What follows belongs to an exercise in optimizing a design on an open flow for small area; a production flow would make more cautious choices.
In this exercise RTL edits were held to simulation tests only and were not proved equivalent to the original.
Power figures rest on the tool's default switching activity, not on a simulated workload.

$ cat flow/standard.sh
#!/bin/bash
# synth_recipe.tcl (not shown) runs the flow's synth.tcl, then flattens the netlist and writes it again
# the make line also repeats each setting of config.mk as NAME=value (left out here)
make -C /OpenROAD-flow-scripts/flow DESIGN_CONFIG=/design/flow/config.mk WORK_HOME=/design/flow/orfs CLKGATE_MAP_FILE= SYNTH_SCRIPT=/design/flow/synth_recipe.tcl "${@:-finish}"
$ cat flow/design.v
module needle_core (
    input  wire         clk,
    input  wire         rst,           
    input  wire         start,         
    input  wire [12:0]  entry_pc,
    input  wire [7:0]   pages,         
    input  wire [15:0]  budget,        
    input  wire [8:0]   vlen,          
    output wire         busy,
    output wire [12:0]  imem_addr,
    input  wire [63:0]  imem_data,
    output wire [7:0]   win_addr,
    input  wire [255:0] win_data,
    output reg          done,
    output reg  [2:0]   reason,
    output reg  [23:0]  fwd,
    output reg  [7:0]   drop,
    output reg  [7:0]   copy,
    output reg  [2:0]   tc,
    output wire [639:0] key            
);
    localparam [2:0] R_END = 3'd0, R_BUDGET = 3'd1, R_WINDOW = 3'd2, R_ILLEGAL = 3'd3;
    reg  [2:0]   state;
    reg  [15:0]  rem;         
    reg  [7:0]   pages_r;
    reg  [8:0]   vlen_r;
    reg  [13:0]  pc;
    reg  [511:0] gfile;       
    reg          fz, fn, fc;
    reg  [639:0] kbuf;
    wire idle   = (state == 3'd0);
    wire load   = !state[2] && !idle;
    wire run    = (state == 3'd4);
    wire kstall = (state == 3'd6);
    assign busy = ~idle;
    assign key  = kbuf;
    assign imem_addr = pc[12:0];
    wire [7:0]  op  = imem_data[63:56];
    wire [3:0]  rd  = imem_data[55:52];
    wire [3:0]  ra  = imem_data[51:48];
    wire [3:0]  rb  = imem_data[47:44];
    wire [3:0]  cc  = imem_data[43:40];
    wire [7:0]  x   = imem_data[39:32];
    wire [31:0] imm = imem_data[31:0];
    wire is_dep  = (op == 8'h10);
    wire is_ldh  = (op == 8'h20);
    wire is_kput = (op == 8'h23);
    wire is_kcpy = (op == 8'h24);
    wire is_kclr = (op == 8'h25);
    wire win_op  = is_ldh | is_kcpy;
    wire [3:0]  rb_sel = is_dep ? rd : rb;
    wire [31:0] va  = gfile[32*ra +: 32];
    wire [31:0] vb  = gfile[32*rb_sel +: 32];
    reg         known;
    reg  [4:0]  used;
    reg  [31:0] imask;
    always @* begin
        known = 1'b1;
        used  = 5'b00000;
        imask = 32'h0;
        case (op)
            8'h00: begin used = 5'b00000; imask = 32'h0;        end  
            8'h01: begin used = 5'b10000; imask = 32'hFFFFFFFF; end  
            8'h02: begin used = 5'b11000; imask = 32'h0;        end  
            8'h03, 8'h05, 8'h07, 8'h09, 8'h0B:
                   begin used = 5'b11100; imask = 32'h0;        end  
            8'h04, 8'h06, 8'h08, 8'h0A, 8'h0C:
                   begin used = 5'b11000; imask = 32'hFFFFFFFF; end  
            8'h0D, 8'h0E:
                   begin used = 5'b11000; imask = 32'h0000001F; end  
            8'h0F, 8'h10:
                   begin used = 5'b11000; imask = 32'h00001F1F; end  
            8'h11: begin used = 5'b01100; imask = 32'h0;        end  
            8'h12, 8'h13:
                   begin used = 5'b01000; imask = 32'hFFFFFFFF; end  
            8'h20: begin used = 5'b11010; imask = 32'h0000FFFF; end  
            8'h23: begin used = 5'b01010; imask = 32'h0000007F; end  
            8'h24: begin used = 5'b01011; imask = 32'h007F00FF; end  
            8'h25: begin used = 5'b00001; imask = 32'h0000007F; end  
            8'h40: begin used = 5'b01010; imask = 32'h00FFFFFF; end  
            8'h41, 8'h42:
                   begin used = 5'b00001; imask = 32'h0;        end  
            8'h45: begin used = 5'b01010; imask = 32'h00000007; end  
            8'h50: begin used = 5'b00000; imask = 32'h00001FFF; end  
            8'h51: begin used = 5'b00010; imask = 32'h00001FFF; end  
            8'h52: begin used = 5'b10000; imask = 32'h00001FFF; end  
            8'h53: begin used = 5'b01000; imask = 32'h0;        end  
            8'h5E: begin used = 5'b00001; imask = 32'h0;        end  
            8'h5F: begin used = 5'b00000; imask = 32'h0;        end  
            default: known = 1'b0;
        endcase
    end
    wire field_bad = (!used[4] && rd != 4'd0) || (!used[3] && ra != 4'd0) ||
                     (!used[2] && rb != 4'd0) || (!used[1] && cc != 4'd0) ||
                     (!used[0] && x != 8'd0)  || ((imm & ~imask) != 32'd0);
    wire [2:0]  sz = (cc[1:0] == 2'd0) ? 3'd1 : (cc[1:0] == 2'd1) ? 3'd2 : 3'd4;
    reg cond;
    always @* begin
        case (cc)
            4'd0: cond = 1'b1;
            4'd1: cond = fz;
            4'd2: cond = !fz;
            4'd3: cond = fc;
            4'd4: cond = !fc;
            4'd5: cond = fc || fz;
            4'd6: cond = !fc && !fz;
            4'd7: cond = fn;
            4'd8: cond = !fn;
            default: cond = 1'b0;
        endcase
    end
    wire [6:0] ko   = is_kcpy ? imm[22:16] : imm[6:0];
    wire [7:0] klen = is_kput ? {5'd0, sz} : x;
    wire [8:0] khi  = {2'd0, ko} + {1'b0, klen};
    wire [1:0] ku   = {ko[1] ^ ko[0], ko[0]};           
    reg  illegal;
    always @* begin
        illegal = !known || field_bad;
        if ((is_ldh || is_kput) && cc[1:0] == 2'd3) illegal = 1'b1;
        case (op)
            8'h23: if (khi > 9'd80) illegal = 1'b1;
            8'h24: if (x < 8'd1 || x > 8'd32 || khi > 9'd80) illegal = 1'b1;
            8'h25: if (x < 8'd1 || x > 8'd80 || khi > 9'd80) illegal = 1'b1;
            8'h40: if ((cc[3] ? imm[23:20] : va[23:20]) >= 4'd7) illegal = 1'b1;
            8'h41, 8'h42: if (x == 8'd0) illegal = 1'b1;
            8'h51: if (cc > 4'd8) illegal = 1'b1;
            8'h5E: if (x != 8'd4 && x != 8'd5) illegal = 1'b1;
            default: ;
        endcase
    end
    wire is_rr   = (op == 8'h03) || (op == 8'h05) || (op == 8'h07) ||
                   (op == 8'h09) || (op == 8'h0B) || (op == 8'h11);
    wire is_sub  = (op == 8'h05) || (op == 8'h06) || (op == 8'h11) || (op == 8'h12);
    wire [31:0] opa  = (op == 8'h01) ? 32'd0 : va;
    wire [31:0] opb  = is_rr ? vb : imm;
    wire [33:0] sum_w = {1'b0, opa, 1'b1} + {1'b0, opb ^ {32{is_sub}}, is_sub};
    wire [31:0] sum  = sum_w[32:1];
    wire        cout = sum_w[33];
    wire [8:0]  acc_len = is_kcpy ? {3'd0, x[5:0]} : {6'd0, sz};
    wire [7:0] wimm = imm[7:0] + {6'd0, kstall ? ku : 2'd0};
    wire [8:0] weff = {1'b0, cc[3] ? va[7:0] : 8'd0} + {1'b0, wimm};
    wire       win_bad = weff[8] || (cc[3] && va[31:8] != 24'd0) ||
                         (is_ldh && imm[15:8] != 8'd0) ||
                         ({1'b0, weff[7:0]} + acc_len > vlen_r);
    assign win_addr = (load || is_kclr) ? 8'hFF : weff[7:0];
    reg [31:0] ldh_val;
    always @* begin
        case (cc[1:0])
            2'd0:    ldh_val = {24'd0, win_data[255:248]};
            2'd1:    ldh_val = {16'd0, win_data[255:240]};
            default: ldh_val = win_data[255:224];
        endcase
    end
    wire [4:0]  pos   = imm[4:0];
    wire [4:0]  lenm1 = imm[12:8];
    wire [5:0]  topb  = {1'b0, pos} + {1'b0, lenm1};
    wire        sh_left = (op == 8'h0D) || is_dep;
    wire [4:0]  ramt  = sh_left ? (5'd0 - pos) : pos;
    wire [63:0] rot2  = {va, va} >> ramt;
    wire [31:0] rot   = rot2[31:0];
    reg  [31:0] smask;
    integer k;
    always @* begin
        for (k = 0; k < 32; k = k + 1) begin
            case (op)
                8'h0D:   smask[k] = (k >= pos);                             
                8'h0E:   smask[k] = (31 - k >= pos);                        
                8'h0F:   smask[k] = (31 - k >= pos) && (k <= lenm1);        
                default: smask[k] = (k >= pos) && (k <= topb);              
            endcase
        end
    end
    wire [31:0] shift_r = (rot & smask) | (is_dep ? (vb & ~smask) : 32'd0);
    wire [13:0] pc_inc = pc + 14'd1;
    reg  [31:0] alu_r;
    reg         alu_wr;      
    reg         alu_fl;      
    reg         alu_ar;      
    always @* begin
        alu_r  = 32'd0;
        alu_wr = 1'b0;
        alu_fl = 1'b0;
        alu_ar = 1'b0;
        case (op)
            8'h01: begin alu_r = sum; alu_wr = 1'b1; end
            8'h02: begin alu_r = va | opb; alu_wr = 1'b1; end        
            8'h03, 8'h04, 8'h05, 8'h06:
                   begin alu_r = sum; alu_wr = 1'b1; alu_fl = 1'b1; alu_ar = 1'b1; end
            8'h07, 8'h08: begin alu_r = va & opb; alu_wr = 1'b1; alu_fl = 1'b1; end
            8'h09, 8'h0A: begin alu_r = va | opb; alu_wr = 1'b1; alu_fl = 1'b1; end
            8'h0B, 8'h0C: begin alu_r = va ^ opb; alu_wr = 1'b1; alu_fl = 1'b1; end
            8'h0D, 8'h0E, 8'h0F, 8'h10:
                   begin alu_r = shift_r; alu_wr = 1'b1; alu_fl = 1'b1; end
            8'h11, 8'h12: begin alu_r = sum; alu_fl = 1'b1; alu_ar = 1'b1; end
            8'h13: begin alu_r = va & opb; alu_fl = 1'b1; end
            8'h20: begin alu_r = ldh_val; alu_wr = 1'b1; end
            8'h52: begin alu_r = {18'd0, pc_inc}; alu_wr = 1'b1; end
            default: ;
        endcase
    end
    wire alu_c = alu_ar & (cout ^ is_sub);
    wire       zero_k = load || is_kclr;
    reg  [7:0] fetch [0:31];
    reg  [7:0] fsrc  [0:3];
    reg  [7:0] fin1  [0:4];
    reg  [7:0] fine  [0:6];
    reg  [7:0] rin   [0:31];
    integer p;
    always @* begin
        for (p = 0; p < 32; p = p + 1)
            fetch[p] = win_data[255 - 8*p -: 8];
        for (p = 0; p < 4; p = p + 1)
            fsrc[p] = fetch[p];
        if (zero_k) fsrc[0] = 8'd0;
        if (is_kput) begin
            case (cc[1:0])
                2'd0:    fsrc[0] = va[7:0];
                2'd1:    begin fsrc[0] = va[15:8]; fsrc[1] = va[7:0]; end
                default: begin fsrc[0] = va[31:24]; fsrc[1] = va[23:16];
                               fsrc[2] = va[15:8];  fsrc[3] = va[7:0]; end
            endcase
        end
        for (p = 0; p < 5; p = p + 1)
            fin1[p] = ko[0] ? ((p >= 1) ? fsrc[p-1] : 8'd0) : ((p < 4) ? fsrc[p] : 8'd0);
        for (p = 0; p < 7; p = p + 1)
            fine[p] = ko[1] ? ((p >= 2) ? fin1[p-2] : 8'd0) : ((p < 5) ? fin1[p] : 8'd0);
        for (p = 0; p < 32; p = p + 1)
            rin[p] = (p < 7 && !kstall) ? fine[p] : fetch[p];
    end
    wire [2:0] rq = ko[4:2] + {2'd0, kstall && ko[1:0] != 2'd0};
    reg [255:0] r0, r3, r4, r5;
    always @* begin
        for (p = 0; p < 32; p = p + 1) r0[8*p +: 8] = rin[p];
        r3 = rq[0] ? {r0[223:0], r0[255:224]} : r0;
        r4 = rq[1] ? {r3[191:0], r3[255:192]} : r3;
        r5 = rq[2] ? {r4[127:0], r4[255:128]} : r4;
    end
    wire key_op = is_kput | is_kcpy | is_kclr;
    reg [79:0] kwe;
    reg        lo4;      
    integer i;
    always @* begin
        for (i = 0; i < 80; i = i + 1) begin
            lo4 = (i & ~3) < ko;
            kwe[i] = load ||
                     (run && key_op && (i >= ko) && (i < khi) && (!is_kcpy || lo4)) ||
                     (kstall && !lo4 && (i < khi));
        end
    end
    always @(posedge clk) begin
        for (i = 0; i < 80; i = i + 1)
            if (kwe[i]) kbuf[8*i +: 8] <= r5[8*(i % 32) +: 8];
    end
    wire fetch_bad = pc[13] || !pages_r[pc[12:10]];
    wire abort     = busy && (rem == 16'd0);
    reg        ends;
    reg [2:0]  end_reason;
    always @* begin
        ends       = 1'b0;
        end_reason = R_END;
        if (fetch_bad || illegal) begin
            ends = 1'b1; end_reason = R_ILLEGAL;
        end else if (win_op && win_bad) begin
            ends = 1'b1; end_reason = R_WINDOW;
        end else if (op == 8'h5E) begin
            ends = 1'b1; end_reason = x[2:0];
        end else if (op == 8'h5F) begin
            ends = 1'b1;
        end
    end
    wire taken     = (op == 8'h50) || (op == 8'h52) || (op == 8'h53) || (op == 8'h51 && cond);
    wire [13:0] pc_next = !taken ? pc_inc : {1'b0, (op == 8'h53) ? va[12:0] : imm[12:0]};
    wire fin = abort || (run && ends);
    wire [2:0] reason_n = abort ? R_BUDGET : end_reason;
    wire act_clr = idle || (fin && reason_n != R_END);
    always @(posedge clk) begin
        if (rst) begin
            state <= 3'd0;
            done  <= 1'b0;
        end else begin
            done <= fin;
            if (idle)           state <= start ? 3'd1 : 3'd0;
            else if (fin)       state <= 3'd0;
            else if (!state[2]) state <= state + 3'd1;
            else if (run)       state <= is_kcpy ? 3'd6 : taken ? 3'd5 : 3'd4;
            else                state <= 3'd4;
        end
    end
    integer r;
    always @(posedge clk) begin
        reason <= reason_n;
        rem    <= (idle ? budget : rem) - 16'd1;
        if (idle) begin
            pages_r <= pages;
            vlen_r  <= vlen;
            pc      <= {1'b0, entry_pc};
        end else if ((run && !is_kcpy) || kstall) begin
            pc <= pc_next;
        end
        for (r = 0; r < 16; r = r + 1)
            if (idle || (run && alu_wr && rd == r))
                gfile[32*r +: 32] <= idle ? 32'd0 : alu_r;
        if (idle) begin
            fz <= 1'b0; fn <= 1'b0; fc <= 1'b0;
        end else if (run && alu_fl) begin
            fz <= (alu_r == 32'd0);
            fn <= alu_r[31];
            fc <= alu_c;
        end
        if (act_clr) begin
            fwd <= 24'd0; drop <= 8'd0; copy <= 8'd0; tc <= 3'd0;
        end else if (run) begin
            case (op)
                8'h40: fwd  <= cc[3] ? imm[23:0] : va[23:0];
                8'h41: drop <= x;
                8'h42: copy <= x;
                8'h45: tc   <= cc[3] ? imm[2:0] : va[2:0];
                default: ;
            endcase
        end
    end
endmodule
$ cat flow/constraint.sdc
create_clock -name core_clock -period 12.0 [get_ports {clk}]
set_input_delay 2.4000 -clock core_clock [delete_from_list [all_inputs] [get_ports {clk}]]
set_output_delay 2.4000 -clock core_clock [all_outputs]
set_load 0.01 [all_outputs]
$ cat flow/config.mk
export PLATFORM = sky130hd
export DESIGN_NAME = needle_core
export DESIGN_NICKNAME = needle_core
export VERILOG_FILES = /design/flow/design.v
export SDC_FILE = /design/flow/constraint.sdc
export NUM_CORES = 4
export LEC_CHECK = 0
export ABC_AREA = 1
export CAP_MARGIN = 20
export CELL_PAD_IN_SITES_DETAIL_PLACEMENT = 2
export CELL_PAD_IN_SITES_GLOBAL_PLACEMENT = 2
export CORE_MARGIN = 2
export CORE_UTILIZATION = 30
export GPL_TIMING_DRIVEN = 0
export SLEW_MARGIN = 20
export SYNTH_MEMORY_MAX_BITS = 16384
$ cat flow/flow/run.sh
#!/bin/bash
# The standard layout (standard.sh, unchanged synthesis), with two changes:
# the port buffers are the smallest buffer cell, and CTS builds the tree from
# clkbuf_4/clkbuf_8 with no dummy loads. Each tool's output goes to
# orfs/logs; make's own output to make.log.
set -euo pipefail
export BUFFER_PORTS_ARGS="-buffer_cell sky130_fd_sc_hd__buf_1"
export CTS_ARGS="-sink_clustering_enable -repair_clock_nets -dont_use_dummy_load -buf_list {sky130_fd_sc_hd__clkbuf_4 sky130_fd_sc_hd__clkbuf_8} -sink_clustering_size 20"
bash standard.sh finish > make.log 2>&1
==> results.json, run 1 <==
{
  "cts.sinks": 1252,
  "grt_setup_unrepaired": "no",
  "synth_seq_area_share_pct": 49.27,
  "die_h_um": 503.6,
  "drt-total-wl_um": 583000,
  "grt_pass1_vias": 84165,
  "startpoint": "imem_data[57]",
  "start_util_pct": 30.14,
  "multi_input_area_sq_um": 33510,
  "fillers": 28725,
  "async_flop_share_pct": 0,
  "synth_top_area_share_pct": 47.40,
  "io_buffers": 1069,
  "clock-root-buffer": "clkbuf_8",
  "nets": 11003,
  "antenna_found_initial": 89,
  "maxSlewHeadroom_pct": 6.306,
  "avgSynthCellArea_sq_um": 8.280,
  "cpPeakStageDelay_ns": 0.70,
  "ys_types": 69,
  "ys_warn_count": 6,
  "ant_nets": 0,
  "intPower_uw": 7942,
  "top_layer": "met5",
  "p_per_area_nw_per_um2": 148.1,
  "syn_to_final_growth_pct": 18.29,
  "power_frac_comb_pct": 30.4,
  "worstSetupPathType": "in2out",
  "wl_met2_um": 264500,
  "overflow": 0,
  "drc": 0,
  "wl_met3_um": 44680,
  "drt_pass1_iterations": 6,
  "regArea_sq_um": 36900,
  "p_leak_uw": 0.03516,
  "cts_tree": "built",
  "hold_buffers": 0,
  "grt_usage_pct": 44.26,
  "status": "complete, no violations",
  "syn_nets": 9571,
  "hp-class": "reg2reg",
  "clk_pin_slew_worst_paths_ns": 0.06,
  "ys.flop_type": "edfxtp_1",
  "cp-end-kind": "primary output",
  "ir_drop_uv": 99.83,
  "switching_power_uw": 5180,
  "r2r-end": "fwd[19]$_SDFFE_PP0P_",
  "crit_end": "win_addr[7]",
  "pwr-share-seq_pct": 43.8,
  "ys_ff_latch": 1252,
  "dp_slack_ns": -0.01290,
  "grt_pass1_wl_um": 757900,
  "synthCells": 9043,
  "critPathLaunchType": "input port",
  "clk_latency_ns": 1.13,
  "postCtsResizedCells": 0,
  "rr_worst_depth": 38,
  "synth_common_cells": "nand2_1, edfxtp_1, nand3_1",
  "fin_util_pct": 35.65,
  "die_area_sq_um": 253600,
  "min_period_ns": 11.60,
  "synthTopCellsByArea": "edfxtp_1, nand2_1, nand3_1",
  "swShare_pct": 39.47,
  "clk_path_buf_depth": 3,
  "worstPathRequired_ns": 9.60,
  "pin_count": 1078,
  "dp.final_hpwl_um": 478500,
  "cp_slowest_cell": "clkbuf_1",
  "synth.largest_area_cell": "edfxtp_1",
  "vias_per_cell": 6.008,
  "core_area_sq_um": 248400,
  "rrSetupSlack_ns": 3.78,
  "rows": 183,
  "cts_setup_buffers": 0,
  "fmax_ghz": 0.08621,
  "clock_skew_ns": 0.2055,
  "fin_crit_sh_pct": 96.66,
  "place_congestion": 1.039,
  "grt_start_max_net_pins": 21,
  "cap_violations": 0,
  "tightest_slew_ns": 1.391,
  "setup-violations-final": 0,
  "syn_area_sq_um": 74880,
  "htreeDepth": 4,
  "maxSlewViolCount": 0,
  "wire_per_inst_um": 42.05,
  "drtIter0Drc": 9829,
  "rr_startpoint": "state[0]$_SDFF_PP0_",
  "fp.dieW_um": 503.6,
  "hold_violations": 0,
  "synth_most_common_cell": "nand2_1",
  "crit_fanout": 11,
  "vias": 83304,
  "cts_made_buffers": 222,
  "whs_ns": 0.5101,
  "drive_gt1_share_pct": 8.364,
  "synth-edff-count": 1182,
  "worst_slack_ns": 0.4008,
  "power.share.clock_pct": 25.8,
  "wl_met1_um": 212100,
  "crit_arrival_ns": 9.20
}
## how the worst min path moves through the flow
stage | from | cells after the start | to | slack (ns)
final | copy[6]$_SDFFE_PP0P_ | 2 | copy[6]$_SDFFE_PP0P_ | 0.51
after global routing | fz$_SDFFE_PP0P_ | 2 | fz$_SDFFE_PP0P_ | 0.53
after CTS | copy[0]$_SDFFE_PP0P_ | 2 | copy[0]$_SDFFE_PP0P_ | 0.51
after detailed placement | copy[0]$_SDFFE_PP0P_ | 2 | copy[0]$_SDFFE_PP0P_ | 0.50
after global placement | fz$_SDFFE_PP0P_ | 2 | fz$_SDFFE_PP0P_ | 0.48
after floorplan | fc$_SDFFE_PP0P_ | 2 | fc$_SDFFE_PP0P_ | 0.46
## area by class of cell
class / count / share of cell area (%)
Sequential cell: 1252 / 41.65
Clock buffer: 222 / 3.449
Timing Repair Buffer: 1208 / 6.381
Tap cell: 3330 / 4.704
Antenna cell: 62 / 0.1752
Inverter: 682 / 2.899
Multi-Input combinational cell: 6575 / 37.84
Buffer: 534 / 2.901
## metal layers
| layer | vias up | track usage (%) |
|---|---|---|
| met5 | - | 0 |
| met2 | 5036 | 70.49 |
| li1 | 33860 | - |
| met4 | 18 | 40.16 |
| met3 | 1530 | 7.887 |
| met1 | 42860 | 50.76 |
## logic make-up after synthesis
| family | count (synthesis) | synth area share [%] |
|---|---|---|
| AND/OR/NAND/NOR | 4560 | 25.70 |
| AO/OA/AOI/OAI | 1552 | 11.55 |
| flip-flops | 1252 | 49.27 |
| buffers and inverters | 1216 | 6.816 |
| multiplexers | 227 | 3.034 |
| adder cells (fa/ha/maj) | 159 | 2.707 |
| XOR/XNOR | 77 | 0.9207 |
## cell usage in the layout, fill, tap and decap left out, types with 14 or more instances in the layout
| cell type | count |
|---|---|
| o31ai_4 | 23 |
| xor2_1 | 66 |
| o21ai_2 | 35 |
| o2111ai_1 | 14 |
| a21oi_2 | 16 |
| inv_1 | 627 |
| dfxtp_1 | 70 |
| inv_2 | 42 |
| nand3b_1 | 15 |
| nor3_1 | 43 |
| mux2i_1 | 227 |
| clkbuf_1 | 224 |
| diode_2 | 62 |
| nand2_2 | 23 |
| clkbuf_8 | 222 |
| buf_6 | 97 |
| nand2_1 | 2707 |
| buf_8 | 33 |
| edfxtp_1 | 1182 |
| o22ai_1 | 50 |
| nand3_1 | 1153 |
| a211oi_1 | 14 |
| or2_2 | 22 |
| o211ai_1 | 53 |
| a31oi_1 | 41 |
| nor2_1 | 454 |
| buf_1 | 1122 |
| clkbuf_2 | 23 |
| o21ai_1 | 76 |
| a221oi_1 | 21 |
| a21oi_1 | 282 |
| buf_2 | 180 |
| ha_1 | 154 |
| nand4_1 | 43 |
| o21ai_0 | 812 |
| o221ai_1 | 23 |
| nor2_2 | 47 |
| buf_4 | 57 |
## worst max-delay path: cells and delay by family
family	cells	cell delay [ns]
AOI/OAI and AO/OA	6	1.22
xor gates and xnor gates	2	0.51
adders and majority gates	4	1.45
buffers and inverters	8	2.26
and+or+nand+nor	7	1.34
## flip-flops by register name, summed over array words and instances, names as in the netlist, 9 cells and up
register  count
vlen_r        9
pc           14
fwd          24
gfile       512
rem          16
kbuf        640
## per-stage QoR
step           total power, uW  setup TNS [ns]  instance area (sq um)  cells
6_report                 13120               0                  88580  13865
5_1_grt                  13380               0                  88530  13847
4_1_cts                  12970               0                  88360  13798
3_5_place_dp              9646        -0.02069                  85310  13576
3_3_place_gp              9374         -405.66                  83060  13442
2_1_floorplan             7408               0                  74880   9043
## power groups by stage
stage,sequential (uW),clock (uW),combinational (uW)
3_3_place_gp,5830,0,3550
2_1_floorplan,5820,0,1590
3_5_place_dp,5820,0,3830
5_1_grt,5770,3540,4070
4_1_cts,5730,3390,3850
6_report,5740,3390,3990
==> inputs of run 2 (changes only) <==
==> flow/flow/run.sh (replaced) <==
#!/bin/bash
# The standard layout (standard.sh, unchanged synthesis), with two changes:
# the port buffers are the smallest buffer cell, and CTS builds the tree from
# clkbuf_8 with no dummy loads. Each tool's output goes to
# orfs/logs; make's own output to make.log.
set -euo pipefail
export BUFFER_PORTS_ARGS="-buffer_cell sky130_fd_sc_hd__buf_1"
export CTS_ARGS="-sink_clustering_enable -repair_clock_nets -dont_use_dummy_load -buf_list {sky130_fd_sc_hd__clkbuf_8}"
bash standard.sh finish > make.log 2>&1
--- a/flow/config.mk
+++ b/flow/config.mk
@@ -13,3 +13,2 @@
 export CORE_UTILIZATION = 30
-export GPL_TIMING_DRIVEN = 0
 export SLEW_MARGIN = 20
==> results.json, run 2 <==
{
  "start_util_pct": 30.14,
  "cts_tree": "built",
  "crit_arrival_ns": 7.53,
  "drt_pass1_iterations": 6,
  "intPower_uw": 7901,
  "wire_per_inst_um": 36.70,
  "power_frac_comb_pct": 27.9,
  "regMostFlops": "kbuf",
  "grt_start_max_net_pins": 146,
  "dp.final_hpwl_um": 383900,
  "synth-edff-count": 1182,
  "clk_latency_ns": 1.08,
  "top_regs": "kbuf (640), gfile (512), fwd (24)",
  "swShare_pct": 37.80,
  "clk_path_buf_depth": 3,
  "vias_per_cell": 5.681,
  "grt_pass1_vias": 79080,
  "largest_register_ff_count": 640,
  "syn_nets": 9571,
  "power.share.clock_pct": 27.1,
  "synthTopCellsByArea": "edfxtp_1, nand2_1, nand3_1",
  "overflow": 0,
  "clock-root-buffer": "clkbuf_8",
  "hold_buffers": 0,
  "synth_common_cells": "nand2_1, edfxtp_1, nand3_1",
  "rows": 183,
  "antenna_found_initial": 133,
  "grt_setup_unrepaired": "no",
  "core_area_sq_um": 248400,
  "crit_fanout": 19,
  "nets": 10583,
  "die_h_um": 503.6,
  "drtIter0Drc": 6849,
  "p_leak_uw": 0.03412,
  "tns_ns": 0,
  "async_flop_share_pct": 0,
  "cap_violations": 0,
  "grt_usage_pct": 37.62,
  "grt_pass1_wl_um": 662600,
  "hold_violations": 0,
  "synth.largest_area_cell": "edfxtp_1",
  "ys_types": 69,
  "final_cell_mix": "nand2_1, edfxtp_1, nand3_1",
  "fmax_ghz": 0.1007,
  "tightest_slew_ns": 1.323,
  "min_period_ns": 9.926,
  "ys.flop_type": "edfxtp_1",
  "htreeDepth": 4,
  "syn_area_sq_um": 74880,
  "maxSlewViolCount": 0,
  "fin_crit_sh_pct": 82.71,
  "postCtsResizedCells": 0,
  "final_common_cell": "nand2_1",
  "io_buffers": 1077,
  "pin_count": 1078,
  "die_area_sq_um": 253600,
  "p_per_area_nw_per_um2": 147.0,
  "cts_setup_buffers": 0,
  "ant_nets": 0,
  "dp_slack_ns": 1.848,
  "worstSetupPathType": "in2out",
  "drc": 0,
  "clk_pin_slew_worst_paths_ns": 0.03,
  "drt-total-wl_um": 494000,
  "ys_ff_latch": 1252,
  "worst_slack_ns": 2.074,
  "place_congestion": 0.9762,
  "critPathLaunchType": "input port",
  "cp-end-kind": "primary output",
  "ir_drop_uv": 101.6,
  "status": "complete, no violations",
  "maxSlewHeadroom_pct": 11.20,
  "synth_top_area_share_pct": 47.40,
  "ys_warn_count": 6,
  "avgSynthCellArea_sq_um": 8.280,
  "cts.sinks": 1252,
  "vias": 76462,
  "drive_gt1_share_pct": 6.973,
  "cts_made_buffers": 230,
  "switching_power_uw": 4802,
  "pwr-share-seq_pct": 45.0,
  "fp.dieW_um": 503.6,
  "synth_seq_area_share_pct": 49.27,
  "setup-violations-final": 0,
  "synth_most_common_cell": "nand2_1",
  "hp-class": "reg2reg",
  "clock_skew_ns": 0.1827,
  "syn_to_final_growth_pct": 15.41,
  "worstPathRequired_ns": 9.60,
  "synthCells": 9043
}
-- run 2: through the flow --
step | instance area, sq um | utilization, % | power [uW] | hold slack [ns] | cells
floorplan | 74880 | - | 7408 | 0.4586 | 9043
global placement | 82950 | 33.39 | 9164 | 0.4848 | 13148
detailed placement | 83030 | 33.42 | 9289 | 0.4927 | 13152
CTS | 86190 | 34.69 | 12730 | 0.4987 | 13382
global route | 86370 | 34.77 | 13140 | 0.5312 | 13441
finish | 86420 | 34.79 | 12700 | 0.5071 | 13459
-- run 2: worst paths after layout --
kind                         end                start  slack, ns  cells after the start
max                  win_addr[7]        imem_data[57]       2.07                     23
min              fc$_SDFFE_PP0P_      fc$_SDFFE_PP0P_       0.51                      2
max reg2reg  fwd[6]$_SDFFE_PP0P_  state[0]$_SDFF_PP0_       5.05                     37
min reg2reg      fc$_SDFFE_PP0P_      fc$_SDFFE_PP0P_       0.51                      2
-- run 2: critical path, stage by stage --
cell,delay [ns]
buf_1,0.21
inv_1,0.20
ha_1,0.35
nand2_4,0.12
nor2_2,0.24
nand3_2,0.52
nand2_1,0.23
o21ai_1,0.10
buf_4,0.21
ha_1,0.30
nand2_1,0.09
fa_1,0.49
xnor2_1,0.15
ha_1,0.38
a21oi_1,0.20
nand2_1,0.11
a21oi_1,0.14
o21ai_0,0.14
a21oi_1,0.16
o21ai_0,0.11
xnor2_1,0.36
nand2_1,0.13
buf_1,0.16
-- run 2: layout make-up --
type	instances	area (sq um)
Antenna cell	76	190.2
Timing Repair Buffer	1314	6003
Tap cell	3330	4167
Sequential cell	1252	36900
Multi-Input combinational cell	6575	33400
Inverter	682	2592
Clock buffer	230	3166
Fill cell	28523	162000
-- run 2: cells by family (layout without fill, tap and decap cells) --
family,after synthesis,count (layout),synth area share [%]
other,0,76,0
buffers and inverters,1216,2226,6.816
flip-flops,1252,1252,49.27
multiplexers,227,227,3.034
AND/OR/NAND/NOR,4560,4560,25.70
XOR/XNOR,77,77,0.9207
AO/OA/AOI/OAI,1552,1552,11.55
adder cells (fa/ha/maj),159,159,2.707
-- run 2: power by group through the flow --
stage | combinational (uW) | sequential, uW | clock, uW
5_1_grt | 3730 | 5760 | 3650
3_3_place_gp | 3400 | 5760 | 0
3_5_place_dp | 3490 | 5800 | 0
2_1_floorplan | 1590 | 5820 | 0
4_1_cts | 3500 | 5720 | 3510
6_report | 3540 | 5720 | 3440
-- run 2: layer usage --
| metal | track usage, % | routed length [um] |
|---|---|---|
| met1 | 44.03 | 191600 |
| met2 | 63.48 | 238600 |
| met3 | 5.263 | 25150 |
| met4 | 26.36 | 38400 |
| met5 | 0 | 301 |
==> inputs of run 3 (changes only) <==
--- a/flow/config.mk
+++ b/flow/config.mk
@@ -12,3 +12,3 @@
 export CORE_MARGIN = 2
-export CORE_UTILIZATION = 30
+export CORE_UTILIZATION = 45
 export SLEW_MARGIN = 20
==> results.json, run 3 <==
{
  "synthCells": 9043,
  "grt_start_max_net_pins": 172,
  "error_line": "[ERROR GRT-0116] Global routing finished with congestion. Check the congestion regions in the DRC Viewer.",
  "synth_most_common_cell": "nand2_1",
  "postCtsResizedCells": 0,
  "dp.cells": 11948,
  "ys_ff_latch": 1252,
  "die_h_um": 411.9,
  "rows": 149,
  "ys.flop_type": "edfxtp_1",
  "hold_buffers": 0,
  "cts_made_buffers": 221,
  "ys_warn_count": 6,
  "overflow": 3516,
  "syn_nets": 9571,
  "grt_usage_pct": 89.95,
  "place_congestion": 1.163,
  "dp.final_hpwl_um": 439800,
  "htreeDepth": 4,
  "synth_common_cells": "nand2_1, edfxtp_1, nand3_1",
  "pin_count": 1078,
  "async_flop_share_pct": 0,
  "synth_top_area_share_pct": 47.40,
  "start_util_pct": 45.33,
  "grt_pass1_vias": 116225,
  "syn_area_sq_um": 74880,
  "grt_pass1_wl_um": 1096000,
  "cts.sinks": 1252,
  "io_buffers": 1077,
  "cts_setup_buffers": 0,
  "status": "did not finish",
  "clk_path_buf_depth": 3,
  "haltStage": "global routing",
  "synth.largest_area_cell": "edfxtp_1",
  "ys_types": 69,
  "avgSynthCellArea_sq_um": 8.280,
  "clock-root-buffer": "clkbuf_8",
  "synthTopCellsByArea": "edfxtp_1, nand2_1, nand3_1",
  "synth-edff-count": 1182,
  "fp.dieW_um": 411.9,
  "synth_seq_area_share_pct": 49.27
}
run 3: cell counts after synthesis:
No cell type changed its count.
run 3: layer usage:
| layer | overflow | global-route usage, % |
|---|---|---|
| met3 | 221 | 79.45 |
| met2 | 2036 | 102.7 |
| met1 | 205 | 87.69 |
| met4 | 1021 | 92.76 |
| met5 | 33 | 56.08 |
run 3: worst min-delay path by stage:
stage	start	endpoint	slack, ns	cells after the start
after detailed placement	fc$_SDFFE_PP0P_	fc$_SDFFE_PP0P_	0.48	2
after CTS	drop[6]$_SDFFE_PP0P_	drop[6]$_SDFFE_PP0P_	0.53	2
after floorplan	fc$_SDFFE_PP0P_	fc$_SDFFE_PP0P_	0.46	2
after global placement	fc$_SDFFE_PP0P_	fc$_SDFFE_PP0P_	0.47	2
run 3: power groups by stage:
stage	registers, uW	logic, uW	clock network, uW
after CTS	5950	3690	3690
after detailed placement	5960	3500	0
after global placement	5760	3140	0
after floorplan	5820	1590	0
run 3: kinds of logic after synthesis:
logic type      count (synthesis)  share of synthesized area, %
compound gates               1552                         11.55
xor+xnor                       77                        0.9207
fa+ha+maj                     159                         2.707
buf+inv                      1216                         6.816
flops                        1252                         49.27
mux                           227                         3.034
simple gates                 4560                         25.70
run 3: stage by stage:
step,hold slack (ns),area [sq um],setup slack [ns],utilization [%],total power [uW]
after floorplan,0.4586,74880,3.425,-,7408
after global placement,0.4709,80950,2.183,49.01,8900
after detailed placement,0.4840,80980,1.042,49.03,9458
after CTS,0.5301,84020,1.559,50.87,13330
==> inputs of run 4 (changes only) <==
--- a/flow/design.v
+++ b/flow/design.v
@@ -51,4 +51,11 @@
     wire [3:0]  rb_sel = is_dep ? rd : rb;
-    wire [31:0] va  = gfile[32*ra +: 32];
-    wire [31:0] vb  = gfile[32*rb_sel +: 32];
+    reg  [31:0] va, vb;
+    integer rr;
+    always @* begin
+        va = 32'd0; vb = 32'd0;
+        for (rr = 0; rr < 16; rr = rr + 1) begin
+            va = va | (gfile[32*rr +: 32] & {32{ra == rr}});
+            vb = vb | (gfile[32*rr +: 32] & {32{rb_sel == rr}});
+        end
+    end
     reg         known;
@@ -174,28 +181,16 @@
     wire [13:0] pc_inc = pc + 14'd1;
-    reg  [31:0] alu_r;
-    reg         alu_wr;      
-    reg         alu_fl;      
-    reg         alu_ar;      
-    always @* begin
-        alu_r  = 32'd0;
-        alu_wr = 1'b0;
-        alu_fl = 1'b0;
-        alu_ar = 1'b0;
-        case (op)
-            8'h01: begin alu_r = sum; alu_wr = 1'b1; end
-            8'h02: begin alu_r = va | opb; alu_wr = 1'b1; end        
-            8'h03, 8'h04, 8'h05, 8'h06:
-                   begin alu_r = sum; alu_wr = 1'b1; alu_fl = 1'b1; alu_ar = 1'b1; end
-            8'h07, 8'h08: begin alu_r = va & opb; alu_wr = 1'b1; alu_fl = 1'b1; end
-            8'h09, 8'h0A: begin alu_r = va | opb; alu_wr = 1'b1; alu_fl = 1'b1; end
-            8'h0B, 8'h0C: begin alu_r = va ^ opb; alu_wr = 1'b1; alu_fl = 1'b1; end
-            8'h0D, 8'h0E, 8'h0F, 8'h10:
-                   begin alu_r = shift_r; alu_wr = 1'b1; alu_fl = 1'b1; end
-            8'h11, 8'h12: begin alu_r = sum; alu_fl = 1'b1; alu_ar = 1'b1; end
-            8'h13: begin alu_r = va & opb; alu_fl = 1'b1; end
-            8'h20: begin alu_r = ldh_val; alu_wr = 1'b1; end
-            8'h52: begin alu_r = {18'd0, pc_inc}; alu_wr = 1'b1; end
-            default: ;
-        endcase
-    end
+    wire op_sum = (op == 8'h01) || (op >= 8'h03 && op <= 8'h06) || (op == 8'h11) || (op == 8'h12);
+    wire op_and = (op == 8'h07) || (op == 8'h08) || (op == 8'h13);
+    wire op_or  = (op == 8'h02) || (op == 8'h09) || (op == 8'h0A);
+    wire op_xor = (op == 8'h0B) || (op == 8'h0C);
+    wire op_sh  = (op >= 8'h0D && op <= 8'h10);
+    wire op_ldh = is_ldh;
+    wire op_pc  = (op == 8'h52);
+    wire [31:0] alu_r = ({32{op_sum}} & sum) | ({32{op_and}} & (va & opb)) |
+                        ({32{op_or}} & (va | opb)) | ({32{op_xor}} & (va ^ opb)) |
+                        ({32{op_sh}} & shift_r) | ({32{op_ldh}} & ldh_val) |
+                        ({32{op_pc}} & {18'd0, pc_inc});
+    wire alu_wr = (op >= 8'h01 && op <= 8'h10) || op_ldh || op_pc;
+    wire alu_fl = (op >= 8'h03 && op <= 8'h13);
+    wire alu_ar = (op >= 8'h03 && op <= 8'h06) || (op == 8'h11) || (op == 8'h12);
     wire alu_c = alu_ar & (cout ^ is_sub);
--- a/flow/config.mk
+++ b/flow/config.mk
@@ -12,3 +12,3 @@
 export CORE_MARGIN = 2
-export CORE_UTILIZATION = 45
+export CORE_UTILIZATION = 30
 export SLEW_MARGIN = 20
==> results.json, run 4 <==
{
  "status": "complete, no violations",
  "dp_slack_ns": 1.551,
  "maxSlewHeadroom_pct": 10.30,
  "cts_made_buffers": 220,
  "synthCells": 8551,
  "synthTopCellsByArea": "edfxtp_1, nand2_1, o21ai_0",
  "grt_usage_pct": 38.02,
  "crit_fanout": 8,
  "fillers": 27575,
  "vias": 73463,
  "ant_nets": 0,
  "stdcell_count": 12977,
  "clk_path_buf_depth": 3,
  "worstSetupPathType": "in2out",
  "ys_types": 64,
  "vias_per_cell": 5.661,
  "p_per_area_nw_per_um2": 145.4,
  "clk_pin_slew_worst_paths_ns": 0.05,
  "grt-busiest-layer": "met2",
  "clk_latency_ns": 1.06,
  "dp.cells": 12651,
  "drive_gt1_share_pct": 7.711,
  "regMostFlops": "kbuf",
  "largest_register_ff_count": 640,
  "cap_violations": 0,
  "antenna_found_initial": 160,
  "synth_most_common_cell": "nand2_1",
  "synth.largest_area_cell": "edfxtp_1",
  "die_area_sq_um": 245200,
  "hp-class": "reg2reg",
  "crit_arrival_ns": 7.42,
  "drt-total-wl_um": 483300,
  "nets": 10218,
  "grt_util_met1_pct": 45.81,
  "final_area_sq_um": 84400,
  "core_area_sq_um": 240300,
  "io_buffers": 1077,
  "dp.final_hpwl_um": 381700,
  "start_util_pct": 30.12,
  "fp.dieW_um": 495.2,
  "clock_skew_ns": 0.1676,
  "rows": 180,
  "worst_slack_ns": 2.181,
  "cts.sinks": 1252,
  "cts_tree": "built",
  "gr-usage-met3_pct": 5.817,
  "hold_buffers": 0,
  "grt_setup_unrepaired": "no",
  "place_congestion": 0.9851,
  "placed_cell_area_sq_um": 81070,
  "overflow": 0,
  "fin_crit_sh_pct": 81.82,
  "drtIter0Drc": 6730,
  "ir_drop_uv": 98.30,
  "use_met2_pct": 62.40,
  "grt_start_max_net_pins": 132,
  "min_period_ns": 9.819,
  "htreeDepth": 4,
  "worstPathRequired_ns": 9.60,
  "avgSynthCellArea_sq_um": 8.464,
  "postCtsResizedCells": 0,
  "syn_nets": 9080,
  "ys_ff_latch": 1252,
  "synth_common_cells": "nand2_1, edfxtp_1, o21ai_0",
  "cp-end-kind": "primary output",
  "syn_to_final_growth_pct": 16.61,
  "fmax_ghz": 0.1018,
  "power_uw": 12270,
  "maxSlewViolCount": 0,
  "drc": 0,
  "cts_setup_buffers": 0,
  "final_cell_mix": "nand2_1, edfxtp_1, buf_1",
  "ys_warn_count": 6,
  "syn_area_sq_um": 72370,
  "clock-root-buffer": "clkbuf_8",
  "die_h_um": 495.2,
  "pin_count": 1078,
  "tightest_slew_ns": 1.345,
  "synth-edff-count": 1182,
  "grt_pass1_wl_um": 641700,
  "tns_ns": 0,
  "p_leak_uw": 0.03437,
  "top_regs": "kbuf (640), gfile (512), fwd (24)",
  "hold_violations": 0,
  "async_flop_share_pct": 0,
  "drt_pass1_iterations": 6,
  "final_common_cell": "nand2_1",
  "ys.flop_type": "edfxtp_1",
  "grt_pass1_vias": 74575,
  "synth_seq_area_share_pct": 50.98,
  "wire_per_inst_um": 37.24,
  "setup-violations-final": 0,
  "critPathLaunchType": "input port",
  "synth_top_area_share_pct": 49.04
}
==> run 4: cell count changes after synthesis, sizes merged, moves of 19 or more <==
cell and change:
a21oi +42, a22o +36, buf -146, clkbuf +40
mux2i -19, nand2 -65, nand3 -638, nand4 +19
nor2 +138, o211ai -20, o21ai +108
==> run 4: final cells by class <==
type / instances / area, sq um / share of cell area, %
well taps: 3185 / 3985 / 4.722
multi-input cells: 6206 / 31610 / 37.45
repair buffers: 1345 / 6107 / 7.236
flip-flops and latches: 1252 / 36900 / 43.72
diodes: 105 / 262.8 / 0.3113
inverters: 664 / 2514 / 2.978
clock buffers: 220 / 3028 / 3.588
==> run 4: where the power goes <==
group	switching (uW)	total (uW)	internal [uW]
registers	265	5720	5450
clock network	1720	3320	1590
logic	2550	3240	683
==> run 4: final timing paths <==
path,from,endpoint,slack (ns),cells past startpoint
worst min-delay path,fc$_SDFFE_PP0P_,fc$_SDFFE_PP0P_,0.52,2
worst max register to register,state[0]$_SDFF_PP0_,state[1]$_SDFF_PP0_,5.24,28
worst min register to register,fc$_SDFFE_PP0P_,fc$_SDFFE_PP0P_,0.52,2
worst max-delay path,imem_data[57],win_addr[6],2.18,21
==> run 4: through the flow <==
step                      util [%]  hold slack (ns)
after floorplan                  -           0.4587
after global placement       33.72           0.4903
after detailed placement     33.74           0.4981
after CTS                    35.00           0.5135
after global routing         35.10           0.5452
final                        35.12           0.5208
==> run 4: critical path, cell delays in order <==
cell,delay [ns]
buf_1,0.19
inv_1,0.27
ha_1,0.33
nand2_1,0.11
nor2_1,0.28
nand2_2,0.13
o21ai_2,0.66
ha_1,0.38
inv_1,0.06
nor2_1,0.07
fa_1,0.57
inv_1,0.08
fa_1,0.44
nor2_1,0.21
o21ai_0,0.11
nand2_1,0.10
a21oi_1,0.07
o21bai_1,0.21
xor2_1,0.39
or2_2,0.19
buf_1,0.15
==> run 4: cells by family (layout without fill, tap and decap cells) <==
family	after synthesis	in the layout	share of synthesized area (%)
multiplexers	208	208	2.877
XOR/XNOR	76	76	0.9197
buffers and inverters	1093	2229	6.070
flip-flops	1252	1252	50.98
AND/OR/NAND/NOR	4049	4049	22.94
AO/OA/AOI/OAI	1713	1713	13.39
adder cells (fa/ha/maj)	160	160	2.818
other	0	105	0
==> run 4: routing by layer <==
metal	wire length (um)	part of all wire, %
met1	191600	40
met2	229000	47
met4	35960	7.4
met3	26530	5.5
met5	218	0.045
==> inputs of run 5 (changes only) <==
==> flow/flow/run.sh (replaced) <==
#!/bin/bash
# The standard layout (standard.sh, unchanged synthesis), with two changes:
# the port buffers are the smallest buffer cell, and CTS builds the tree from
# clkbuf_16 (clusters of up to 20 sinks) with no dummy loads. Each tool's output goes to
# orfs/logs; make's own output to make.log.
set -euo pipefail
export BUFFER_PORTS_ARGS="-buffer_cell sky130_fd_sc_hd__buf_1"
export CTS_ARGS="-sink_clustering_enable -repair_clock_nets -dont_use_dummy_load -buf_list {sky130_fd_sc_hd__clkbuf_16} -sink_clustering_size 20 -sink_clustering_max_diameter 120"
bash standard.sh finish > make.log 2>&1
==> results.json, run 5 <==
{
  "status": "complete, no violations",
  "synth.largest_area_cell": "edfxtp_1",
  "avgSynthCellArea_sq_um": 8.464,
  "synthCells": 8551,
  "ir_drop_uv": 149.6,
  "die_area_sq_um": 245200,
  "p_leak_uw": 0.03376,
  "cap_violations": 0,
  "hp-class": "reg2reg",
  "p_per_area_nw_per_um2": 139.6,
  "ys_ff_latch": 1252,
  "fin_util_pct": 34.69,
  "grt_usage_pct": 37.74,
  "min_period_ns": 9.866,
  "vias_per_cell": 5.674,
  "syn_to_final_growth_pct": 15.16,
  "maxSlewHeadroom_pct": 14.86,
  "final_common_cell": "nand2_1",
  "grt_pass1_vias": 73142,
  "core_area_sq_um": 240300,
  "hp-start": "fc$_SDFFE_PP0P_",
  "cpLargestDelayFamily": "simple AND/OR/NAND/NOR gates",
  "synthTopCellsByArea": "edfxtp_1, nand2_1, o21ai_0",
  "async_flop_share_pct": 0,
  "rows": 180,
  "fin_crit_sh_pct": 82.22,
  "hold_violations": 0,
  "io_buffers": 1077,
  "largest_register_ff_count": 640,
  "drive_gt1_share_pct": 6.348,
  "postCtsResizedCells": 0,
  "rrSetupSlack_ns": 5.10,
  "synth_top_area_share_pct": 49.04,
  "worstSetupPathType": "in2reg",
  "rr_worst_depth": 28,
  "pin_count": 1078,
  "cpPeakStageDelay_ns": 0.76,
  "regMostFlops": "kbuf",
  "dp.cells": 12651,
  "nets": 10077,
  "hold_buffers": 0,
  "drt_pass1_iterations": 6,
  "cp-end-kind": "register",
  "ys.flop_type": "edfxtp_1",
  "ant_nets": 0,
  "grt_start_max_net_pins": 132,
  "final_area_sq_um": 83350,
  "cts_tree": "built",
  "ys_types": 64,
  "fmax_ghz": 0.1014,
  "antenna_found_initial": 158,
  "htreeDepth": 3,
  "synth-edff-count": 1182,
  "path_buf_inv": 5,
  "rr_startpoint": "state[0]$_SDFF_PP0_",
  "clk_path_buf_depth": 3,
  "maxSlewViolCount": 0,
  "grt_setup_unrepaired": "no",
  "drc": 0,
  "holdPathStages": 2,
  "crit_top_cell": "nand2_1",
  "clock_skew_ns": 0.1408,
  "whs_endpoint": "fc$_SDFFE_PP0P_",
  "placed_cell_area_sq_um": 81070,
  "start_util_pct": 30.12,
  "clk_latency_ns": 0.80,
  "die_h_um": 495.2,
  "worstPathRequired_ns": 12.43,
  "fp.dieW_um": 495.2,
  "drtIter0Drc": 6462,
  "cts_made_buffers": 78,
  "overflow": 0,
  "synth_common_cells": "nand2_1, edfxtp_1, o21ai_0",
  "ys_warn_count": 6,
  "clock-root-buffer": "clkbuf_16",
  "dp.final_hpwl_um": 381700,
  "synth_seq_area_share_pct": 50.98,
  "final_cell_mix": "nand2_1, edfxtp_1, buf_1",
  "tightest_slew_ns": 1.264,
  "top_regs": "kbuf (640), gfile (512), fwd (24)",
  "synth_most_common_cell": "nand2_1",
  "wire_per_inst_um": 37.35,
  "crit_fanout": 21,
  "tns_ns": 0,
  "setup-violations-final": 0,
  "place_congestion": 0.9851,
  "cts_setup_buffers": 0,
  "drt-total-wl_um": 479700,
  "cp_slowest_cell": "a21oi_2",
  "syn_area_sq_um": 72370,
  "critPathLaunchType": "input port",
  "clk_pin_slew_worst_paths_ns": 0.08,
  "r2r-end": "state[2]$_SDFF_PP0_",
  "vias": 72875,
  "grt_pass1_wl_um": 636700,
  "crit_arrival_ns": 10.30,
  "stdcell_count": 12844,
  "syn_nets": 9080,
  "cts.sinks": 1252
}
-- run 5: worst min-delay path, stage by stage, from the launching register on --
cell     delay (ns)
dfxtp_1        0.34
nand2_1        0.08
a21oi_1        0.06
-- run 5: how the worst max path moves through the flow --
stage,start,end,slack [ns],cells past startpoint
CTS,imem_data[57],win_addr[6],2.23,21
detailed placement,imem_data[57],gfile[308]$_DFFE_PP_,1.55,32
global placement,imem_data[57],gfile[308]$_DFFE_PP_,1.65,30
floorplan,imem_data[57],win_addr[6],3.17,22
global route,imem_data[57],gfile[180]$_DFFE_PP_,1.67,31
finish,imem_data[57],gfile[180]$_DFFE_PP_,2.13,32
-- run 5: area by class of cell --
class	instances	area, sq um
inverter	664	2514
multi-input combinational	6206	31610
clock buffer	78	1952
fill	27592	157000
timing repair buffer	1346	6115
sequential	1252	36900
antenna	113	282.8
tap	3185	3985
-- run 5: logic make-up after synthesis --
family	Yosys count	synth area share [%]
adders and majority gates	160	2.818
DFF	1252	50.98
and+or+nand+nor	4049	22.94
buffers and inverters	1093	6.070
AOI/OAI and AO/OA	1713	13.39
xor gates and xnor gates	76	0.9197
muxes	208	2.877
-- run 5: stage by stage --
step	worst slack, ns	hold slack (ns)	total power [uW]
detailed placement	1.551	0.4981	8977
CTS	2.232	0.5184	11620
floorplan	3.172	0.4587	7169
global route	1.671	0.5510	11960
finish	2.134	0.5234	11630
global placement	1.647	0.4903	8885
-- run 5: per-layer routing --
metal / share of wire, % / global-route usage [%] / vias to the layer above
li1: - / - / 31259
met1: 40 / 45.94 / 37926
met2: 48 / 62.57 / 2844
met3: 5.3 / 4.986 / 826
met4: 7.2 / 24.87 / 20
met5: 0.031 / 0 / -
-- run 5: report_power, final --
part	switching, uW	internal (uW)	total (uW)
Sequential	265	5440	5700
Combinational	2550	684	3230
Clock	1540	1150	2700
Total	4360	7280	11600
==> inputs of run 6 (changes only) <==
==> flow/flow/run.sh (replaced) <==
#!/bin/bash
# The standard layout (standard.sh, unchanged synthesis), with two changes:
# the port buffers are the smallest buffer cell, and CTS builds the tree from
# clkbuf_8 (clusters of up to 12 sinks) with no dummy loads. Each tool's output goes to
# orfs/logs; make's own output to make.log.
set -euo pipefail
export BUFFER_PORTS_ARGS="-buffer_cell sky130_fd_sc_hd__buf_1"
export CTS_ARGS="-sink_clustering_enable -repair_clock_nets -dont_use_dummy_load -buf_list {sky130_fd_sc_hd__clkbuf_8} -sink_clustering_size 12 -sink_clustering_max_diameter 100"
bash standard.sh finish > make.log 2>&1
==> results.json, run 6 <==
{
  "fin_crit_sh_pct": 82.15,
  "fp.dieW_um": 495.2,
  "ys_warn_count": 6,
  "ir_drop_uv": 127.4,
  "synth_most_common_cell": "nand2_1",
  "cpPeakStageDelay_ns": 0.67,
  "overflow": 0,
  "hold_buffers": 0,
  "syn_area_sq_um": 72370,
  "clk_path_buf_depth": 3,
  "cts_tree": "built",
  "synthCells": 8551,
  "pwr-share-seq_pct": 50.1,
  "critPathLaunchType": "input port",
  "start_util_pct": 30.12,
  "stdcell_count": 12888,
  "rr_worst_depth": 28,
  "drt-total-wl_um": 482000,
  "multi_input_area_sq_um": 31600,
  "top_regs": "kbuf (640), gfile (512), fwd (24)",
  "cts_made_buffers": 120,
  "ys.flop_type": "edfxtp_1",
  "cp_slowest_cell": "o21ai_2",
  "status": "complete, no violations",
  "pin_count": 1078,
  "cts_setup_buffers": 0,
  "synth_seq_area_share_pct": 50.98,
  "dp_slack_ns": 1.551,
  "htreeDepth": 3,
  "core_area_sq_um": 240300,
  "placed_cell_area_sq_um": 81070,
  "swShare_pct": 38.47,
  "regMostFlops": "kbuf",
  "die_h_um": 495.2,
  "maxSlewViolCount": 0,
  "ys_ff_latch": 1252,
  "setup-violations-final": 0,
  "dp.cells": 12651,
  "cp-end-kind": "primary output",
  "final_area_sq_um": 83050,
  "antenna_found_initial": 158,
  "maxSlewHeadroom_pct": 13.37,
  "ys_types": 64,
  "final_common_cell": "nand2_1",
  "ant_nets": 0,
  "p_per_area_nw_per_um2": 137.1,
  "async_flop_share_pct": 0,
  "regArea_sq_um": 36900,
  "worstSetupPathType": "in2out",
  "synth_top_area_share_pct": 49.04,
  "place_congestion": 0.9851,
  "whs_ns": 0.5265,
  "grt_usage_pct": 37.86,
  "crit_fanout": 8,
  "dp.final_hpwl_um": 381700,
  "clock_skew_ns": 0.1984,
  "holdPathStages": 2,
  "io_buffers": 1077,
  "clk_pin_slew_worst_paths_ns": 0.07,
  "synth_common_cells": "nand2_1, edfxtp_1, o21ai_0",
  "vias": 73165,
  "switching_power_uw": 4380,
  "clk_latency_ns": 1.02,
  "largest_register_ff_count": 640,
  "path_cells": "buf_1 > inv_1 > ha_1 > nand2_1 > nor2_1 > nand2_2 > o21ai_2 > ha_1 > inv_1 > nor2_1 > fa_1 > inv_1 > fa_1 > nor2_1 > o21ai_0 > nand2_1 > a21oi_1 > o21bai_1 > xor2_1 > or2_2 > buf_1",
  "power_frac_comb_pct": 28.4,
  "power.share.clock_pct": 21.4,
  "min_period_ns": 9.859,
  "synth.largest_area_cell": "edfxtp_1",
  "syn_to_final_growth_pct": 14.75,
  "tightest_slew_ns": 1.286,
  "drive_gt1_share_pct": 6.748,
  "synthTopCellsByArea": "edfxtp_1, nand2_1, o21ai_0",
  "grt_pass1_vias": 73658,
  "cap_violations": 0,
  "drt_pass1_iterations": 5,
  "fmax_ghz": 0.1014,
  "intPower_uw": 7004,
  "worstPathRequired_ns": 9.60,
  "grt_pass1_wl_um": 639400,
  "syn_nets": 9080,
  "rows": 180,
  "worst_slack_ns": 2.141,
  "drc": 0,
  "tns_ns": 0,
  "clock-root-buffer": "clkbuf_8",
  "synth-edff-count": 1182,
  "hp-class": "reg2reg",
  "vias_per_cell": 5.677,
  "rrSetupSlack_ns": 5.16,
  "crit_arrival_ns": 7.46,
  "cts.sinks": 1252,
  "grt_setup_unrepaired": "no",
  "final_cell_mix": "nand2_1, edfxtp_1, buf_1",
  "p_leak_uw": 0.03366,
  "nets": 10119,
  "postCtsResizedCells": 0,
  "grt_start_max_net_pins": 132,
  "fillers": 27628,
  "drtIter0Drc": 6631,
  "die_area_sq_um": 245200,
  "wire_per_inst_um": 37.40,
  "avgSynthCellArea_sq_um": 8.464,
  "hold_violations": 0
}
-- run 6: power by group through the flow --
stage / clock [uW] / combinational, uW / sequential (uW)
global route: 2600 / 3370 / 5740
detailed placement: 0 / 3180 / 5800
finish: 2440 / 3240 / 5700
global placement: 0 / 3120 / 5770
floorplan: 0 / 1350 / 5820
CTS: 2500 / 3190 / 5700
-- run 6: area by class of cell --
class                      count  share of cell area (%)
timing repair buffer        1346                   7.362
tap                         3185                   4.798
clock buffer                 120                   1.989
multi-input combinational   6206                   38.05
inverter                     664                   3.027
sequential                  1252                   44.43
antenna                      115                  0.3465
-- run 6: per-layer routing --
layer  wire, um  global-route usage (%)
met1     192800                   45.92
met2     230100                   62.69
met3      25070                   5.362
met4      33900                   24.93
met5        180                       0
-- run 6: worst max-delay path, delay by kind of cell --
kind	cells	cell delay, ns
fa+ha+maj	4	1.73
simple gates	7	1.12
compound gates	4	1.06
buf+inv	5	0.75
xor+xnor	1	0.40
-- run 6: kinds of logic (layout without fill, tap and decap cells) --
kind of cell | count (synthesis) | count (layout) | share of synthesized area, %
xor+xnor | 76 | 76 | 0.9197
fa+ha+maj | 160 | 160 | 2.818
mux | 208 | 208 | 2.877
compound gates | 1713 | 1713 | 13.39
simple gates | 4049 | 4049 | 22.94
buf+inv | 1093 | 2130 | 6.070
other cells | 0 | 115 | 0
flops | 1252 | 1252 | 50.98
-- run 6: path summary, 6_finish.rpt --
path | start | end
max | imem_data[57] | win_addr[6]
min reg2reg | fc$_SDFFE_PP0P_ | fc$_SDFFE_PP0P_
max reg2reg | state[0]$_SDFF_PP0_ | state[2]$_SDFF_PP0_
min | fc$_SDFFE_PP0P_ | fc$_SDFFE_PP0P_
-- run 6: metrics by stage --
step	power [uW]	utilization [%]
detailed placement	8977	33.74
finish	11380	34.56
global route	11720	34.53
CTS	11390	34.43
global placement	8885	33.72
floorplan	7169	-

## afterwards: timing with drivers on the ports
The results above use ideal ports. As a check the final layouts listed here were re-extracted and re-timed, cells and wires unchanged.
Step 1 assumes that a clkbuf_16 drives the clock port and a buf_2 every other input.
Step 2 also shifts input and output timing later by t, the mid clock arrival at the registers, as if the neighbouring blocks saw the same clock.
a / b / c = no drivers / after step 1 / after step 2; a / b = the first two.
run | shift t [ns] | slack for setup (ns) | worst hold slack (ns) | pins driven straight from the clock port
run 1 | 1.133 | 0.401 / 0.375 / -0.285 | 0.510 / 0.510 / 0.510 | 1
run 2 | 1.075 | 2.074 / 2.051 / 1.661 | 0.507 / 0.507 / 0.507 | 1
run 4 | 1.076 | 2.181 / 2.140 / 1.311 | 0.521 / 0.521 / 0.521 | 1
run 5 | 0.828 | 2.134 / 2.104 / 1.358 | 0.523 / 0.523 / 0.523 | 1
run 6 | 1.014 | 2.141 / 2.100 / 1.335 | 0.526 / 0.526 / 0.526 | 1
With both steps, setup timing fails in run 1, where it was met with ideal ports. For run 4, which loses most, drivers alone change the setup slack by -0.041 ns; drivers and shift together by -0.870 ns.
